Source: an optimization exercise on an open RTL-to-GDS flow (aim: small area, a short achievable clock period and few clock cycles per item). Production flows keep margins and buffers that such runs may drop.
Only simulation tests tie the RTL to the original design; equivalence was not proved.
Power figures rest on the tool's default switching activity, not on a simulated workload.

==> inputs of v37 <==
Design gkl_flit_rx, start of the top module:
module gkl_flit_rx (
  input  wire        clk,
  input  wire        rst,
  input  wire        in_valid,
  output wire        in_ready,
  input  wire [63:0] in_data,
  input  wire        in_mode_p,
  output wire        out_valid,
  input  wire        out_ready,
  output wire [63:0] out_data,
  output wire        out_last,
  output wire        st_crc_ok,
  output wire [1:0]  st_corr,
  output wire [1:0]  st_unc,
  output wire [7:0]  st_pos0,
  output wire [7:0]  st_pos1
);
Settings: LEC_CHECK=0, CAP_MARGIN=20, CORE_MARGIN=2, CORE_UTILIZATION=40, SETUP_SLACK_MARGIN=5, SLEW_MARGIN=20, TNS_END_PERCENT=100; clock period 11.0 ns.
run.sh (not shown) runs the stock make flow with config.mk's settings and CLKGATE_MAP_FILE= SYNTH_SCRIPT=/design/flow/synth_recipe.tcl, a recipe that flattens the netlist after the stock synthesis.
==> inputs of v24, as changes to v37 <==
--- a/flow/design.v
+++ b/flow/design.v
@@ -60,85 +60,78 @@
       lane_hits[6] = act0 && (b0 == gf_mul(t0, 8'had));
       lane_hits[7] = act1 && (b1 == gf_mul(t1, 8'had));
     end
   endfunction
   function automatic [2:0] enc8(input [7:0] h);
     enc8 = {h[4] | h[5] | h[6] | h[7], h[2] | h[3] | h[6] | h[7], h[1] | h[3] | h[5] | h[7]};
   endfunction
   reg [64*N-1:0] ring;
-  reg [5:0]  ph;           
-  reg [5:0]  wp, rp;       
+  reg [5:0]  dw;           
+  reg [5:0]  dr;           
   reg [5:0]  cnt;          
   reg [4:0]  ibeat, obeat;
   reg        imode;
   reg [7:0]  acc_a, acc_b, acc_c, acc_d;
   reg        fs_valid, fs_mode;
   reg [7:0]  fs_a, fs_b, fs_c, fs_d;
   reg        dec_valid;
   reg [31:0] crc;
   reg        hv, h_last;
   reg [63:0] h_data;
   reg        s_ok;
   reg [1:0]  s_corr, s_unc;
   reg [7:0]  s_pos0, s_pos1;
   wire [63:0] r0    = ring[63:0];
   wire [63:0] rlast = ring[64*N-1 -: 64];
-  reg in_rdy, rd_ok, walign, ralign, ofirst, olast;
+  reg in_rdy, rd_ok, ofirst, olast;
   assign in_ready = in_rdy;
   wire wr = in_valid && in_rdy;
   wire rd = rd_ok && (!hv || out_ready);
   wire rd_last = rd && olast;
   wire xfer = fs_valid && (!dec_valid || rd_last);
   wire ib30 = (ibeat == 5'd30), ib31 = (ibeat == 5'd31);
-  wire [5:0] ph_p1 = (ph == NM1) ? 6'd0 : ph + 6'd1;
   wire c_full = (cnt == N[5:0]);
   wire c_nm1  = (cnt == NM1);
   wire c_zero = (cnt == 6'd0);
   wire c_one  = (cnt == 6'd1);
   wire full_n  = (c_full && !rd) || (c_nm1 && wr && !rd);
   wire empty_n = (c_zero && !wr) || (c_one && rd && !wr);
-  wire walign_n = wr ? walign : (wp == ph);
-  wire ralign_n = rd ? ralign : (rp == ph_p1);
+  wire walign_n = wr || (dw == NM1);
+  wire ralign_n = rd || (dr == NM1);
   wire fs_valid_n  = (wr && ib31) || (fs_valid && !xfer);
   wire dec_valid_n = xfer || (dec_valid && !rd_last);
   wire ib31_n = wr ? ib30 : ib31;
   wire ob30 = (obeat == 5'd30);
   always @(posedge clk) begin
     ring <= {r0, (wr ? in_data : rlast), ring[64*(N-1)-1:64]};
   end
   always @(posedge clk) begin
     if (rst) begin
-      ph    <= 6'd0;
-      wp    <= NM1;
-      rp    <= NM1;
+      dw    <= 6'd0;
+      dr    <= 6'd1;
       cnt   <= 6'd0;
       ibeat <= 5'd0;
       obeat <= 5'd0;
       fs_valid  <= 1'b0;
       dec_valid <= 1'b0;
       hv     <= 1'b0;
       in_rdy <= 1'b1;
       rd_ok  <= 1'b0;
-      walign <= 1'b1;
-      ralign <= 1'b0;
       ofirst <= 1'b1;
       olast  <= 1'b0;
     end else begin
-      ph  <= ph_p1;
-      if (wr) wp <= (wp == NM1) ? 6'd0 : wp + 6'd1;
-      if (rd) rp <= (rp == NM1) ? 6'd0 : rp + 6'd1;
+      dw  <= walign_n ? 6'd0 : dw + 6'd1;
+      dr  <= ralign_n ? 6'd0 : dr + 6'd1;
       cnt <= cnt + {5'd0, wr} - {5'd0, rd};
       if (wr) ibeat <= ibeat + 5'd1;
       if (rd) obeat <= obeat + 5'd1;
       fs_valid  <= fs_valid_n;
       dec_valid <= dec_valid_n;
       hv     <= rd || (hv && !out_ready);
-      walign <= walign_n;
-      ralign <= ralign_n;
       in_rdy <= walign_n && !full_n && !(ib31_n && fs_valid_n);
       rd_ok  <= ralign_n && !empty_n && dec_valid_n;
       if (rd) begin
         ofirst <= olast;
         olast  <= ob30;
       end
     end
   end
==> flow/flow/run.sh (new file) <==
#!/bin/bash
# Standard ORFS layout (the standard.sh), with repair_timing aimed at a
# tighter setup target than the 11 ns clock (the SDC itself is unchanged).
set -euo pipefail
bash standard.sh SETUP_SLACK_MARGIN=7.6 "BUFFER_PORTS_ARGS=-buffer_cell sky130_fd_sc_hd__buf_1" finish > flow_make.log 2>&1
==> flow/standard.sh (new file) <==
#!/bin/bash
# synth_recipe.tcl (not shown) runs the flow's synth.tcl, then flattens the netlist and writes it again
# the make line also repeats each setting of config.mk as NAME=value (left out here)
make -C /OpenROAD-flow-scripts/flow DESIGN_CONFIG=/design/flow/config.mk WORK_HOME=/design/flow/orfs CLKGATE_MAP_FILE= SYNTH_SCRIPT=/design/flow/synth_recipe.tcl "${@:-finish}"
- CORE_UTILIZATION: 40 -> 60
- CTS_CLUSTER_DIAMETER: not set -> 80
- CTS_CLUSTER_SIZE: not set -> 30
- PLACE_DENSITY_LB_ADDON: not set -> 0.1
- SETUP_SLACK_MARGIN: 5 -> not set
- TNS_END_PERCENT: 100 -> not set
removed: flow/run.sh
==> summary.txt <==
Status = complete, no violations
Clk pwr share = 0.398
Sequential area share after synthesis = 0.7830
CORE AREA = 0.1654 sq mm
Post-Synthesis Cells = 4415
Leakage = 31.33 nW
Crit path buffers/inverters = 4
Comb power frac = 0.088
Final Wtd Congestion = 0.8961
# the run above: v37

==> summary.txt <==
Final Wtd Congestion = 0.9733
Status = complete, no violations
Nets = 4743
Post-Synthesis Cells = 4343
Clk pwr share = 0.270
Leakage = 29.46 nW
Crit path buffers/inverters = 1
Fin cells = 6103
CORE AREA = 0.1090 sq mm
# the run above: v24

Testbench counts of v37, summed over its fixed seeds: cycles 16,656, flits 512.
Testbench counts of v24, summed over its fixed seeds: cycles 16,656, flits 512.

---

==> v23: inputs <==
gkl_flit_rx, a different RTL version from the one above (not shown whole).
Settings: LEC_CHECK=0, CAP_MARGIN=20, CORE_MARGIN=2, CORE_UTILIZATION=40, SLEW_MARGIN=20; clock period 11.0 ns.
Stock flow here: none of the scripts above is used.
==> v33 (differences from v23) <==
--- a/flow/design.v
+++ b/flow/design.v
@@ -145,31 +145,105 @@
   wire ib0 = (ibeat == 5'd0);
   wire mode_in = ib0 ? in_mode_p : imode;
   always @(posedge clk) begin
     if (wr && ib0) imode <= in_mode_p;
   end
   wire [63:0] dz = (ib31 && !mode_in) ? {16'h0, in_data[47:0]} : in_data;
-  reg [7:0] na, nb, nc, nd;
-  reg [7:0] ev, od, bd, bp, dp;
-  integer t;
-  always @* begin
-    ev = 8'd0; od = 8'd0; bd = 8'd0; bp = 8'd0; dp = 8'd0;
-    for (t = 0; t < 4; t = t + 1) begin
-      ev = ev ^ dz[16*t +: 8];
-      od = od ^ dz[16*t + 8 +: 8];
-      bp = bp ^ gf_mul(dz[16*t +: 8], apow(3 - t));
-      dp = dp ^ gf_mul(dz[16*t + 8 +: 8], apow(3 - t));
-    end
-    for (t = 0; t < 8; t = t + 1)
-      bd = bd ^ gf_mul(dz[8*t +: 8], apow(7 - t));
-    na = (ib0 ? 8'd0 : acc_a) ^ ev ^ (mode_in ? 8'd0 : od);
-    nb = mode_in ? (gf_mul(ib0 ? 8'd0 : acc_b, apow(4)) ^ bp)
-                 : (gf_mul(ib0 ? 8'd0 : acc_b, apow(8)) ^ bd);
-    nc = (ib0 ? 8'd0 : acc_c) ^ od;
-    nd = gf_mul(ib0 ? 8'd0 : acc_d, apow(4)) ^ dp;
-  end
+  wire [7:0] bb  = ib0 ? 8'd0 : acc_b;
+  wire [7:0] bdd = ib0 ? 8'd0 : acc_d;
+  wire [7:0] s_ev, s_od, s_bp, s_bd, s_dp;
+  wire sx80 = dz[5] ^ bb[4];
+  wire sx81 = dz[6] ^ bb[5];
+  wire sx82 = dz[22] ^ sx80;
+  wire sx83 = dz[23] ^ sx81;
+  wire sx84 = dz[7] ^ bb[6];
+  wire sx85 = dz[14] ^ dz[31];
+  wire sx86 = dz[13] ^ dz[47];
+  wire sx87 = dz[39] ^ sx82;
+  wire sx88 = dz[1] ^ bb[0];
+  wire sx89 = dz[2] ^ bb[1];
+  wire sx90 = dz[3] ^ bb[2];
+  wire sx91 = dz[4] ^ bb[3];
+  wire sx92 = dz[30] ^ sx86;
+  wire sx93 = dz[10] ^ dz[19];
+  wire sx94 = dz[28] ^ dz[37];
+  wire sx95 = dz[46] ^ dz[55];
+  wire sx96 = sx88 ^ sx93;
+  wire sx97 = sx94 ^ sx95;
+  wire sx98 = sx96 ^ sx97;
+  wire sx99 = dz[11] ^ dz[20];
+  wire sx100 = dz[29] ^ dz[38];
+  wire sx101 = sx89 ^ sx99;
+  wire sx102 = sx100 ^ sx101;
+  wire sx103 = dz[12] ^ dz[21];
+  wire sx104 = sx90 ^ sx103;
+  wire sx105 = bdd[4] ^ sx92;
+  wire sx106 = bdd[5] ^ sx85;
+  wire sx107 = dz[15] ^ bdd[6];
+  wire sx108 = bb[7] ^ sx83;
+  wire sx109 = dz[30] ^ sx104;
+  wire sx110 = sx85 ^ sx91;
+  wire sx111 = dz[13] ^ dz[45];
+  wire sx112 = dz[15] ^ dz[47];
+  wire sx113 = dz[33] ^ sx84;
+  wire sx114 = dz[17] ^ sx87;
+  wire sx115 = dz[18] ^ sx83;
+  wire sx116 = bb[7] ^ sx84;
+  wire sx117 = bb[7] ^ sx91;
+  wire sx118 = dz[14] ^ dz[15];
+  wire sx119 = sx80 ^ sx98;
+  wire sx120 = sx118 ^ sx119;
+  wire sx121 = dz[39] ^ sx109;
+  wire sx122 = dz[23] ^ sx110;
+  wire sx123 = sx98 ^ sx102;
+  wire sx124 = sx105 ^ sx107;
+  wire sx125 = bdd[7] ^ sx106;
+  assign s_ev[0] = ((dz[0] ^ dz[16]) ^ (dz[32] ^ dz[48]));
+  assign s_ev[1] = ((dz[17] ^ dz[1]) ^ (dz[33] ^ dz[49]));
+  assign s_ev[2] = ((dz[18] ^ dz[2]) ^ (dz[34] ^ dz[50]));
+  assign s_ev[3] = ((dz[19] ^ dz[35]) ^ (dz[3] ^ dz[51]));
+  assign s_ev[4] = ((dz[20] ^ dz[36]) ^ (dz[4] ^ dz[52]));
+  assign s_ev[5] = ((dz[21] ^ dz[37]) ^ (dz[53] ^ dz[5]));
+  assign s_ev[6] = ((dz[22] ^ dz[38]) ^ (dz[54] ^ dz[6]));
+  assign s_ev[7] = ((dz[23] ^ dz[39]) ^ (dz[55] ^ dz[7]));
+  assign s_od[0] = ((dz[24] ^ dz[40]) ^ (dz[56] ^ dz[8]));
+  assign s_od[1] = ((dz[25] ^ dz[41]) ^ (dz[57] ^ dz[9]));
+  assign s_od[2] = ((dz[10] ^ dz[26]) ^ (dz[42] ^ dz[58]));
+  assign s_od[3] = ((dz[11] ^ dz[27]) ^ (dz[43] ^ dz[59]));
+  assign s_od[4] = ((dz[12] ^ dz[28]) ^ (dz[44] ^ dz[60]));
+  assign s_od[5] = ((dz[29] ^ dz[61]) ^ sx111);
+  assign s_od[6] = ((dz[14] ^ dz[30]) ^ (dz[46] ^ dz[62]));
+  assign s_od[7] = ((dz[31] ^ dz[63]) ^ sx112);
+  assign s_bp[0] = (dz[48] ^ sx87);
+  assign s_bp[1] = ((dz[32] ^ dz[49]) ^ sx83);
+  assign s_bp[2] = (((dz[16] ^ dz[50]) ^ sx113) ^ sx87);
+  assign s_bp[3] = (((dz[51] ^ (dz[0] ^ dz[34])) ^ sx108) ^ sx114);
+  assign s_bp[4] = (sx87 ^ ((sx88 ^ ((dz[35] ^ dz[52]) ^ sx84)) ^ sx115));
+  assign s_bp[5] = (((dz[53] ^ (dz[19] ^ dz[36])) ^ (sx84 ^ sx89)) ^ sx108);
+  assign s_bp[6] = (sx116 ^ (sx90 ^ (dz[54] ^ (dz[20] ^ dz[37]))));
+  assign s_bp[7] = ((dz[55] ^ (dz[21] ^ dz[38])) ^ sx117);
+  assign s_bd[0] = (((dz[56] ^ sx84) ^ sx83) ^ sx120);
+  assign s_bd[1] = (sx102 ^ (sx116 ^ (sx81 ^ ((dz[48] ^ dz[57]) ^ sx112))));
+  assign s_bd[2] = ((((dz[58] ^ (dz[40] ^ dz[49])) ^ sx108) ^ sx121) ^ sx120);
+  assign s_bd[3] = (sx123 ^ (sx122 ^ (sx82 ^ (sx86 ^ ((dz[32] ^ dz[41]) ^ (dz[50] ^ dz[59]))))));
+  assign s_bd[4] = (sx123 ^ ((sx113 ^ ((dz[47] ^ dz[51]) ^ (dz[60] ^ (dz[24] ^ dz[42])))) ^ sx121));
+  assign s_bd[5] = ((((dz[43] ^ dz[52]) ^ ((dz[25] ^ dz[31]) ^ (dz[34] ^ dz[39]))) ^ ((dz[61] ^ (dz[16] ^ dz[22])) ^ sx104)) ^ ((sx117 ^ sx92) ^ sx102));
+  assign s_bd[6] = (sx114 ^ (sx122 ^ ((((dz[35] ^ dz[44]) ^ (dz[53] ^ dz[62])) ^ (dz[8] ^ (dz[13] ^ dz[26]))) ^ sx109)));
+  assign s_bd[7] = (((sx111 ^ ((dz[27] ^ dz[36]) ^ (dz[54] ^ dz[63]))) ^ sx115) ^ (sx82 ^ ((dz[9] ^ (dz[0] ^ dz[15])) ^ sx110)));
+  assign s_dp[0] = (dz[56] ^ sx105);
+  assign s_dp[1] = ((dz[40] ^ dz[57]) ^ sx106);
+  assign s_dp[2] = ((dz[58] ^ (dz[24] ^ dz[41])) ^ sx124);
+  assign s_dp[3] = (sx125 ^ (((dz[25] ^ dz[42]) ^ (dz[59] ^ dz[8])) ^ sx105));
+  assign s_dp[4] = ((sx106 ^ ((dz[43] ^ dz[60]) ^ (dz[9] ^ (bdd[0] ^ dz[26])))) ^ sx124);
+  assign s_dp[5] = ((((dz[27] ^ dz[44]) ^ sx107) ^ (dz[61] ^ (bdd[1] ^ dz[10]))) ^ sx125);
+  assign s_dp[6] = (((bdd[2] ^ bdd[7]) ^ (dz[11] ^ dz[28])) ^ ((dz[45] ^ dz[62]) ^ sx107));
+  assign s_dp[7] = ((dz[46] ^ dz[63]) ^ ((bdd[3] ^ bdd[7]) ^ (dz[12] ^ dz[29])));
+  wire [7:0] na = (ib0 ? 8'd0 : acc_a) ^ s_ev ^ (mode_in ? 8'd0 : s_od);
+  wire [7:0] nb = mode_in ? s_bp : s_bd;
+  wire [7:0] nc = (ib0 ? 8'd0 : acc_c) ^ s_od;
+  wire [7:0] nd = s_dp;
   always @(posedge clk) begin
     if (wr) begin
       acc_a <= na; acc_b <= nb; acc_c <= nc; acc_d <= nd;
       if (ib31) begin
         fs_a <= na; fs_b <= nb; fs_c <= nc; fs_d <= nd;
         fs_mode <= mode_in;
==> flow/flow/run.sh (new file) <==
#!/bin/bash
# Standard ORFS layout (the standard.sh), with repair_timing aimed at a
# tighter setup target than the 11 ns clock (the SDC itself is unchanged).
set -euo pipefail
bash standard.sh SETUP_SLACK_MARGIN=7.6 finish > flow_make.log 2>&1
==> flow/standard.sh (new file) <==
#!/bin/bash
# synth_recipe.tcl (not shown) runs the flow's synth.tcl, then flattens the netlist and writes it again
# the make line also repeats each setting of config.mk as NAME=value (left out here)
make -C /OpenROAD-flow-scripts/flow DESIGN_CONFIG=/design/flow/config.mk WORK_HOME=/design/flow/orfs CLKGATE_MAP_FILE= SYNTH_SCRIPT=/design/flow/synth_recipe.tcl "${@:-finish}"
Settings changed: CORE_UTILIZATION 40 to 60, CTS_CLUSTER_DIAMETER from default to 80, CTS_CLUSTER_SIZE from default to 30, PLACE_DENSITY_LB_ADDON from default to 0.1.
removed: flow/run.sh
==> metrics.md <==
| Metric | Value |
|---|---|
| Endpoint, Worst Hold | ring[499] |
| Met1 GRT Util | 22.2% |
| Fin crit period | 4.97 ns |
| DP Area | 71,700 µm² |
| Post-Route Skew | 0.104 ns |
| Mapped Cells | 4,517 |
| Sw frac | 23.0% |
| Status | no timing/DRC/antenna violations |
| Die height | 415 µm |
| Internal Power | 15.2 mW |
| Pwr Density | 248 nW/µm² |
| Seq pwr share | 51.3% |
(the above is from v23)
==> metrics.md <==
| Metric | Value |
|---|---|
| Met1 GRT Util | 37.4% |
| Post-Route Skew | 0.0699 ns |
| Internal Power | 12.4 mW |
| Die height | 338 µm |
| Endpoint, Worst Hold | ring[1239] |
| Status | no timing/DRC/antenna violations |
| Pwr Density | 218 nW/µm² |
| Fin crit period | 3.74 ns |
(the above is from v33)
Testbench counts of v23, summed over its fixed seeds: cycles 16,656, flits 512.
Testbench counts of v33, summed over its fixed seeds: cycles 16,656, flits 512.

==> separate check: timing with driven ports <==
The flow's constraints put no driver on any port. The routed layouts listed below were extracted and timed again, unchanged, in two steps.
Step 1 sets driving cells, clkbuf_16 on the clock port and buf_2 on the other inputs (assumed; they add their load-dependent delay and slew).
Step 2, shift: input delay + t, output delay - t, t = (earliest + latest rising clock arrival at the registers) / 2. This alone moves slack from input paths to output paths.
Slacks: ideal ports / drivers / drivers and shift; pairs: ideal ports / drivers.
| run | t (ns) | setup WS [ns] | hold WS [ns] | clock arrival spread, ns | worst register clock-pin slew, ns |
|---|---|---|---|---|---|
| v37 | 0.900 | 6.158 / 6.209 / 5.308 | 0.263 / 0.263 / 0.263 | 0.103 / 0.103 | 0.07 / 0.07 |
| v24 | 0.787 | 7.300 / 7.229 / 6.856 | 0.300 / 0.300 / 0.300 | 0.053 / 0.052 | 0.12 / 0.12 |
| v23 | 0.915 | 6.028 / 6.086 / 5.171 | 0.236 / 0.236 / 0.236 | 0.108 / 0.108 | 0.07 / 0.07 |
| v33 | 0.784 | 7.257 / 7.181 / 6.866 | 0.295 / 0.295 / 0.295 | 0.072 / 0.073 | 0.11 / 0.11 |
After both steps every run listed still meets setup and hold. The setup slack of v23, which loses most, moves by +0.058 ns with the drivers and by -0.857 ns with both steps.
